Background: an optimization exercise with open tools, aiming at small area. Do not read the settings as production practice.
Only simulation tests tie the RTL to the original design; equivalence was not proved.
No activity file was given, so power comes from the tool's default toggle rates.

==> flow/design.v (excerpt) <==
module tg_rx (
    input             clk,
    input             rst,
    input             cfg_ok,
    input      [15:0] own_unit,
    input      [15:0] src_rel,
    input      [15:0] src_zs,
    input      [15:0] src_den,
    input      [4:0]  seq_win,
    input             ms_tick,
    input             in_valid,
    input      [7:0]  in_data,
    input             in_last,
    input             in_net,
    output reg        out_valid,
    output reg [3:0]  out_code,
    output reg [1:0]  out_stream,
    output reg        out_net,
    output reg        out_open,
    output reg        out_match,
    output reg        out_mismatch,
    output reg        out_single,
    output     [31:0] out_seq,
    output     [23:0] out_pl,
    output     [2:0]  synced,
    output     [2:0]  pair_open,
    output reg [2:0]  tmo_single
);
For scale: ~730 flip-flops, about 160 I/O pins, ~0.028 sq mm of cells after synthesis.
==> flow/config.mk <==
export PLATFORM = sky130hd
export DESIGN_NAME = tg_rx
export DESIGN_NICKNAME = tg_rx
export VERILOG_FILES = /design/flow/design.v
export SDC_FILE = /design/flow/constraint.sdc
export NUM_CORES = 4
export LEC_CHECK = 0
export CAP_MARGIN = 20
export CORE_MARGIN = 2
export CORE_UTILIZATION = 40
export PLACE_DENSITY = 0.6
export SLEW_MARGIN = 20
==> flow/constraint.sdc <==
create_clock -name core_clock -period 10.0 [get_ports {clk}]
set_input_delay 2.0000 -clock core_clock [delete_from_list [all_inputs] [get_ports {clk}]]
set_output_delay 2.0000 -clock core_clock [all_outputs]
set_load 0.01 [all_outputs]
standard.sh (not shown) runs the stock make flow with config.mk's settings and CLKGATE_MAP_FILE= SYNTH_SCRIPT=/design/flow/synth_recipe.tcl, a recipe that flattens the netlist after the stock synthesis.
==> flow/flow/run.sh <==
#!/bin/bash
# The standard layout (standard.sh, unchanged synthesis, floorplan, power grid and
# routing), with two layout knobs that ORFS reads from the environment:
#  - the port buffers are the smallest buffer cell instead of the one buffer_ports picks;
#  - clock tree: sink clusters of up to 32 flip-flops within 80 um, no dummy loads;
# make's output goes to standard.log; each ORFS step keeps its own log under orfs/logs/.
set -euo pipefail
export BUFFER_PORTS_ARGS="-buffer_cell sky130_fd_sc_hd__buf_1"
export CTS_ARGS="-sink_clustering_enable -repair_clock_nets -buf_list sky130_fd_sc_hd__clkbuf_8 -sink_clustering_size 18 -sink_clustering_max_diameter 50 -dont_use_dummy_load"
bash standard.sh > standard.log 2>&1
The first run produced a clean layout.
Change:
--- a/flow/flow/run.sh
+++ b/flow/flow/run.sh
@@ -8,3 +8,4 @@
 export BUFFER_PORTS_ARGS="-buffer_cell sky130_fd_sc_hd__buf_1"
-export CTS_ARGS="-sink_clustering_enable -repair_clock_nets -buf_list sky130_fd_sc_hd__clkbuf_8 -sink_clustering_size 18 -sink_clustering_max_diameter 50 -dont_use_dummy_load"
+export CTS_ARGS="-sink_clustering_enable -repair_clock_nets -sink_clustering_size 32 -sink_clustering_max_diameter 80 -dont_use_dummy_load"
+export REMOVE_ABC_BUFFERS=1
 bash standard.sh > standard.log 2>&1
Effect: Design area barely changes. Global-route usage shrinks by 0.29 points. Total power barely changes. Clock skew shrinks by 0.040 ns.
Change:
--- a/flow/flow/run.sh
+++ b/flow/flow/run.sh
@@ -8,4 +8,3 @@
 export BUFFER_PORTS_ARGS="-buffer_cell sky130_fd_sc_hd__buf_1"
-export CTS_ARGS="-sink_clustering_enable -repair_clock_nets -sink_clustering_size 32 -sink_clustering_max_diameter 80 -dont_use_dummy_load"
-export REMOVE_ABC_BUFFERS=1
+export CTS_ARGS="-sink_clustering_enable -repair_clock_nets -buf_list sky130_fd_sc_hd__clkbuf_8 -sink_clustering_size 16 -sink_clustering_max_diameter 80 -dont_use_dummy_load"
 bash standard.sh > standard.log 2>&1
CORE_UTILIZATION = 55   (was 40)
PLACE_DENSITY = 0.7   (was 0.6)
Area after synthesis does not change. Sequential power is about the same. Routed wire length decreases by 4.4%. Maximum frequency increases by 7.6%. Clock power decreases by 13%. Clock skew decreases by 0.0068 ns. Power decreases by 3.1%. Final cell count decreases by 8.8%. Synthesized cell count is unchanged. Core utilization increases by 15 points.
Change:
--- a/flow/flow/run.sh
+++ b/flow/flow/run.sh
@@ -8,3 +8,3 @@
 export BUFFER_PORTS_ARGS="-buffer_cell sky130_fd_sc_hd__buf_1"
-export CTS_ARGS="-sink_clustering_enable -repair_clock_nets -buf_list sky130_fd_sc_hd__clkbuf_8 -sink_clustering_size 16 -sink_clustering_max_diameter 80 -dont_use_dummy_load"
+export CTS_ARGS="-sink_clustering_enable -repair_clock_nets -buf_list sky130_fd_sc_hd__clkbuf_8 -sink_clustering_size 20 -sink_clustering_max_diameter 60 -dont_use_dummy_load"
 bash standard.sh > standard.log 2>&1
CORE_UTILIZATION = 40   (was 55)
PLACE_DENSITY = 0.6   (was 0.7)
After rerunning: Fmax is lower by about 2.7%; final cell count grows by about 10%; routed wire length is higher by 4.6%; sequential share of layout area is lower by 0.72 points; clock power came out lower by about 3%.
Change:
--- a/flow/flow/run.sh
+++ b/flow/flow/run.sh
@@ -8,3 +8,3 @@
 export BUFFER_PORTS_ARGS="-buffer_cell sky130_fd_sc_hd__buf_1"
-export CTS_ARGS="-sink_clustering_enable -repair_clock_nets -buf_list sky130_fd_sc_hd__clkbuf_8 -sink_clustering_size 20 -sink_clustering_max_diameter 60 -dont_use_dummy_load"
+export CTS_ARGS="-sink_clustering_enable -repair_clock_nets -buf_list sky130_fd_sc_hd__clkbuf_4 -sink_clustering_size 10 -sink_clustering_max_diameter 40 -dont_use_dummy_load"
 bash standard.sh > standard.log 2>&1
Effect: Synthesized area does not change; total power rises by 1.5%; utilization climbs by 0.19 points; first-iteration DRC count shrinks by 4.8%; hold slack loses 0.0073 ns; via count climbs by 2.4%.

---

Setup of job 3011:
tg_rx again, from the RTL that the note above started with.
export LEC_CHECK = 0
export CAP_MARGIN = 20
export CORE_MARGIN = 2
export CORE_UTILIZATION = 40
export PLACE_DENSITY = 0.6
export SLEW_MARGIN = 20
create_clock -name core_clock -period 10.0 [get_ports {clk}]
==> flow/flow/run.sh <==
#!/bin/bash
# The standard layout (standard.sh, unchanged synthesis, floorplan, power grid and
# routing), with two layout knobs that ORFS reads from the environment:
#  - the port buffers are the smallest buffer cell instead of the one buffer_ports picks;
#  - clock tree: sink clusters of up to 32 flip-flops within 80 um, no dummy loads;
# make's output goes to standard.log; each ORFS step keeps its own log under orfs/logs/.
set -euo pipefail
export BUFFER_PORTS_ARGS="-buffer_cell sky130_fd_sc_hd__buf_1"
export CTS_ARGS="-sink_clustering_enable -repair_clock_nets -sink_clustering_size 40 -sink_clustering_max_diameter 70 -dont_use_dummy_load"
bash standard.sh > standard.log 2>&1
### job 3011 -> job 8798
--- a/flow/flow/run.sh
+++ b/flow/flow/run.sh
@@ -8,3 +8,3 @@
 export BUFFER_PORTS_ARGS="-buffer_cell sky130_fd_sc_hd__buf_1"
-export CTS_ARGS="-sink_clustering_enable -repair_clock_nets -sink_clustering_size 40 -sink_clustering_max_diameter 70 -dont_use_dummy_load"
+export CTS_ARGS="-sink_clustering_enable -repair_clock_nets -buf_list sky130_fd_sc_hd__clkbuf_8 -sink_clustering_size 16 -sink_clustering_max_diameter 150 -dont_use_dummy_load"
 bash standard.sh > standard.log 2>&1
Findings:
Reported for job 3011 and job 8798, synthesized cell count turned out identical to the last digit.
Comparing job 8798 against job 3011, there is no change at all in number of primary I/O pins.
Against job 3011 as the reference, job 8798 delivers a higher worst setup slack after layout.
Relative to job 8798, the following input files were edited for job 3738:
Settings: a change of PLACE_DENSITY from 0.6 to 0.7; a change of CORE_UTILIZATION from 40 to 55.
==> flow/flow/run.sh <==
#!/bin/bash
# The standard layout (standard.sh, unchanged synthesis, floorplan, power grid and
# routing), with two layout knobs that ORFS reads from the environment:
#  - the port buffers are the smallest buffer cell instead of the one buffer_ports picks;
#  - clock tree: clkbuf_8 buffers, sink clusters of up to 16 flip-flops within 80 um,
#    no dummy loads;
# make's output goes to standard.log; each ORFS step keeps its own log under orfs/logs/.
set -euo pipefail
export BUFFER_PORTS_ARGS="-buffer_cell sky130_fd_sc_hd__buf_1"
export CTS_ARGS="-sink_clustering_enable -repair_clock_nets -buf_list sky130_fd_sc_hd__clkbuf_8 -sink_clustering_size 16 -sink_clustering_max_diameter 80 -dont_use_dummy_load"
bash standard.sh > standard.log 2>&1
--- outcome ---
As far as leakage power figure is concerned, job 8798 and job 3738 perform about the same.
Die: job 3738 smaller than job 8798
Area overhead of the layout relative to synthesis in job 3738 is 1.3 points below job 8798.
Against job 8798, job 3738 comes in 262 lower on cell count.
Summary — worst supply voltage drop on vdd, job 3738 relative to job 8798: higher, by 8.5%.
Job 3738 against job 8798; number of clock buffers inserted by TritonCTS is down slightly.
Of the two values seen for critical path launch point, src_den[8] was produced by job 8798 and cnt[1] by job 3738.
| die boundary width | job 3738 vs job 8798 | 39 um lower |
In job 3738, the fraction of area in registers came out 0.83 points above the value in job 8798.
Final critical-path required period: job 3738 vs job 8798 down 0.23 ns
Compare job 8798 and job 3738 | height of the die higher: job 8798
The inputs of job 2316 differ from those of job 3738 as listed below.
Settings: PLACE_DENSITY now 0.6, was 0.7; CORE_UTILIZATION now 40, was 55.
--- a/flow/flow/run.sh
+++ b/flow/flow/run.sh
@@ -4,4 +4,3 @@
 #  - the port buffers are the smallest buffer cell instead of the one buffer_ports picks;
-#  - clock tree: clkbuf_8 buffers, sink clusters of up to 16 flip-flops within 80 um,
-#    no dummy loads;
+#  - clock tree: sink clusters of up to 32 flip-flops within 80 um, no dummy loads;
 # make's output goes to standard.log; each ORFS step keeps its own log under orfs/logs/.
[summary]
Summary — first-iteration DRC count, job 2316 relative to job 3738: lower, by about 17%.
Between job 2316 and job 3738, number of cells on the worst reg-to-reg path is higher for job 2316, job 3738 comes in under that.
In job 2316 the part of the power in registers turned out 0.3 points lower than in job 3738.
Summary of the comparison: post-route worst hold slack is lower in job 2316, relative to job 3738.
Part of the total power dissipated in combinational logic essentially unchanged between job 2316 and job 3738.
[compare] base=job 3738 new=job 2316: fraction of area in registers went down by 0.83 points; share of the final layout cell area in multi-input gates went down by 0.23 points.
Looking at share of the clock period used by the worst path, job 2316 sits 1.3 points above job 3738.
Input-level comparison between job 5814 and job 2316:
Settings: a change of PLACE_DENSITY from 0.6 to 0.7; a change of CORE_UTILIZATION from 40 to 55; a change of SLEW_MARGIN from 20 to 0; a change of CAP_MARGIN from 20 to 0.
--- a/flow/flow/run.sh
+++ b/flow/flow/run.sh
@@ -4,3 +4,4 @@
 #  - the port buffers are the smallest buffer cell instead of the one buffer_ports picks;
-#  - clock tree: sink clusters of up to 32 flip-flops within 80 um, no dummy loads;
+#  - clock tree: clkbuf_8 buffers, sink clusters of up to 16 flip-flops within 80 um,
+#    no dummy loads;
 # make's output goes to standard.log; each ORFS step keeps its own log under orfs/logs/.
Of job 5814 and job 2316, the run reporting the lower sequential share of layout area was job 2316. in2reg as the critical setup path kind was reported by job 2316, and reg2reg by job 5814. Between job 5814 and job 2316, the difference in vias after detailed routing is negligible. Re cell count: job 2316 was higher than job 5814. Measured against each other, job 5814 and job 2316 differ in overall routing resource usage, the higher figure coming from job 5814. Timing endpoint of the critical path: syn[1] -> job 2316, sq_i -> job 5814. Between job 5814 and job 2316, the difference in combined area of the multi-input logic cells is negligible. Clock power share essentially unchanged between job 5814 and job 2316.

what the ideal ports hide:
No port has a modelled driver above. Below, the same layouts with a new extraction and two added sets of constraints. Step 1: set_driving_cell puts a clkbuf_16 on clk and a buf_2 on each other input, an assumption about the parent block. Step 2 adds t to the input delays and takes it off the output delays; t is the mean of the earliest and latest rising clock arrival at the registers after step 1. Input paths then give back, and output paths get back, about the clock's delay inside the block. a / b / c = ideal ports / drivers / drivers and shift; a / b = the first two.
run	shift t [ns]	setup slack, ns	slew at the worst register clock pin (ns)	cell pins on the clock port's net
the first run of note 1	0.696	4.832 / 4.870 / 4.175	0.11 / 0.11	1
the second run of note 1	0.617	4.690 / 4.690 / 4.284	0.12 / 0.12	1
the third run of note 1	0.706	5.065 / 5.065 / 4.452	0.11 / 0.11	1
the fourth run of note 1	0.690	4.931 / 4.968 / 4.278	0.12 / 0.12	1
the fifth run of note 1	0.882	5.026 / 5.062 / 4.180	0.11 / 0.11	1
job 3011	0.617	4.819 / 4.857 / 4.240	0.12 / 0.12	1
job 8798	0.717	4.838 / 4.874 / 4.157	0.11 / 0.11	1
job 3738	0.706	5.065 / 5.065 / 4.452	0.11 / 0.11	1
job 2316	0.707	4.933 / 4.968 / 4.261	0.11 / 0.11	1
job 5814	0.703	5.089 / 5.089 / 4.453	0.11 / 0.11	1
After both steps setup and hold are still met in every run listed. The setup slack of the fifth run of note 1, which loses most, moves by +0.036 ns with the drivers and by -0.846 ns with both steps.
